Background: an optimization exercise with open tools, aiming at small area and a short achievable clock period. Do not read the settings as production practice. The RTL was checked by simulation tests, not by an equivalence proof against the original design. Power is estimated from default activity; no workload was simulated.

run 1:
Design frer_recov, start of the top module:
module frer_recov (
    input  wire        clk,
    input  wire        rst,              
    input  wire        cfg_we,
    input  wire [2:0]  cfg_stream,
    input  wire        cfg_en,           
    input  wire [5:0]  cfg_hist_len_m1,  
    input  wire [10:0] cfg_reset_fr,     
    input  wire        cfg_recov_reset,  
    input  wire        in_valid,
    input  wire [2:0]  in_stream,
    input  wire        in_tagged,
    input  wire [15:0] in_seq,
    input  wire        tick,
    output reg         out_valid,
    output reg         out_pass,
    output reg  [2:0]  out_why,
    input  wire        rd_en,
    input  wire [2:0]  rd_stream,
    input  wire [3:0]  rd_sel,
    output reg         rd_valid,
    output reg  [15:0] rd_data
);
    localparam NS = 8;
    localparam [2:0] WHY_PASS     = 3'd0;
    localparam [2:0] WHY_OOO      = 3'd1;
    localparam [2:0] WHY_DUP      = 3'd2;
    localparam [2:0] WHY_ROGUE    = 3'd3;
    localparam [2:0] WHY_TAGLESS  = 3'd4;
    localparam [2:0] WHY_DISABLED = 3'd5;
    integer s, k, j;
    reg        en    [0:NS-1];
    reg [5:0]  hl_m1 [0:NS-1];
    reg [9:0]  rfr_m1[0:NS-1];
    wire       c_en_old = en[cfg_stream];
    wire [5:0] c_hl_old = hl_m1[cfg_stream];
    wire       c_rst    = cfg_recov_reset || (cfg_en != c_en_old) ||
                          (cfg_hist_len_m1 != c_hl_old);
    wire [10:0] c_rfr_m1 = cfg_reset_fr - 11'd1;
    always @(posedge clk) begin
        for (s = 0; s < NS; s = s + 1) begin
            if (rst)
                en[s] <= 1'b0;
            else if (cfg_we && cfg_stream == s[2:0])
                en[s] <= cfg_en;
            if (cfg_we && cfg_stream == s[2:0]) begin
                hl_m1[s]  <= cfg_hist_len_m1;
                rfr_m1[s] <= c_rfr_m1[9:0];
            end
        end
    end
    reg        p_rst;
    reg        p_cfg_rst;        
    reg [2:0]  p_cfg_stream;
  ...
Size: roughly 12000 cells after synthesis, about 77 I/O pins.
export LEC_CHECK = 0
export CAP_MARGIN = 35
export CORE_MARGIN = 2
export CORE_UTILIZATION = 40
export CTS_CLUSTER_DIAMETER = 100
export CTS_CLUSTER_SIZE = 20
export SLEW_MARGIN = 35
export SYNTH_HIERARCHICAL = 1
create_clock -name core_clock -period 60.0 [get_ports {clk}]
standard.sh (not shown) runs the stock make flow with config.mk's settings and CLKGATE_MAP_FILE= SYNTH_SCRIPT=/design/flow/synth_recipe.tcl, a recipe that flattens the netlist after the stock synthesis.
==> flow/flow/run.sh <==
#!/bin/bash
# Standard ORFS layout (the standard.sh, standard synthesis unchanged).
# Up to clock tree synthesis, the resizer's setup repair is asked to keep a
# large margin, so that it sizes the paths from the inputs instead of leaving
# minimum-size cells on them; routing and finishing then run as standard.
set -euo pipefail
bash standard.sh SETUP_SLACK_MARGIN=45.5 TNS_END_PERCENT=100 cts > make_cts.log 2>&1
bash standard.sh finish > make_finish.log 2>&1
## Diff of input files: run 2 against run 1
- CORE_UTILIZATION: 40 -> 35
[summary]
- Comparing run 1 and run 2, the higher final cell count was measured on run 2.
- Compared with run 1, run 2 is more frugal on power.
- When run 2 is measured against run 1, its relative area of non-clock buffer cells in the final design turns out 0.15 points lower.
- Taking run 1 as the reference, in run 2 total CTS buffers lost 1.7%; internal power of the cells decreased by about 0.8% relative to the old numbers; starting density of the core dropped 5.0 points.
diff inputs: run 2 => run 3
- CORE_UTILIZATION now 30, was 35
==> notes.md <==
On run 3: largest driver fanout on the critical path is 27 lower than what run 2 gave. As far as number of clock sinks goes, run 3 and run 2 are indistinguishable; the numbers are identical. The beginning of the critical path comes out in_stream[0] in one run and in_stream[2] in the other, namely in run 3 and run 2 respectively. Run 3 contains more vias than run 2.
What run 4 does differently from run 3 at the input level:
- CORE_UTILIZATION: 30 -> 35
diff --git a/flow/flow/run.sh b/flow/flow/run.sh
--- a/flow/flow/run.sh
+++ b/flow/flow/run.sh
@@ -7 +7 @@
-bash standard.sh SETUP_SLACK_MARGIN=45.5 TNS_END_PERCENT=100 cts > make_cts.log 2>&1
+bash standard.sh SETUP_SLACK_MARGIN=45 TNS_END_PERCENT=100 cts > make_cts.log 2>&1
Findings:
No stage failed in run 4, and the final checks on the layout all came back clean.
Fraction of final layout cells with drive strength greater than 1 for run 4: 0.81 points down relative to run 3
Relative to run 3, first-iteration DRC count has increased by 719 in run 4.
Run 4 against run 3: hold slack now sits at about the same level; switching power share of the total went down 0.39 points; routed length on met1 -about 9%; final wirelength moved down; total power shows a reduction of about 2.4%.
Taking run 4 as 1.0, run 3 lands at 1.08 on total number of placement rows.
Lower post-place setup slack among run 3 and run 4: run 4

-- re-timing with driven ports --
No port has a modelled driver above. Below, the same layouts with a new extraction and two added sets of constraints. Step 1 sets driving cells, clkbuf_16 on the clock port and buf_2 on the other inputs (assumed; they add their load-dependent delay and slew). Step 2 times the ports against the registers' clock, not the clock port: input delays grow and output delays shrink by t, the midpoint of the rising clock arrivals with the driver on. a / b / c = no drivers / after step 1 / after step 2; a / b = the first two.
run	t (ns)	setup slack, ns	pins driven straight from the clock port
run 1	0.970	44.316 / 44.189 / 43.218	1
run 2	0.955	44.376 / 44.176 / 43.221	1
run 3	1.046	44.314 / 44.168 / 43.122	1
run 4	0.949	44.300 / 44.080 / 43.131	1
After both steps setup and hold are still met in every run listed. The setup slack of run 3, which loses most, moves by -0.146 ns with the drivers and by -1.192 ns with both steps.
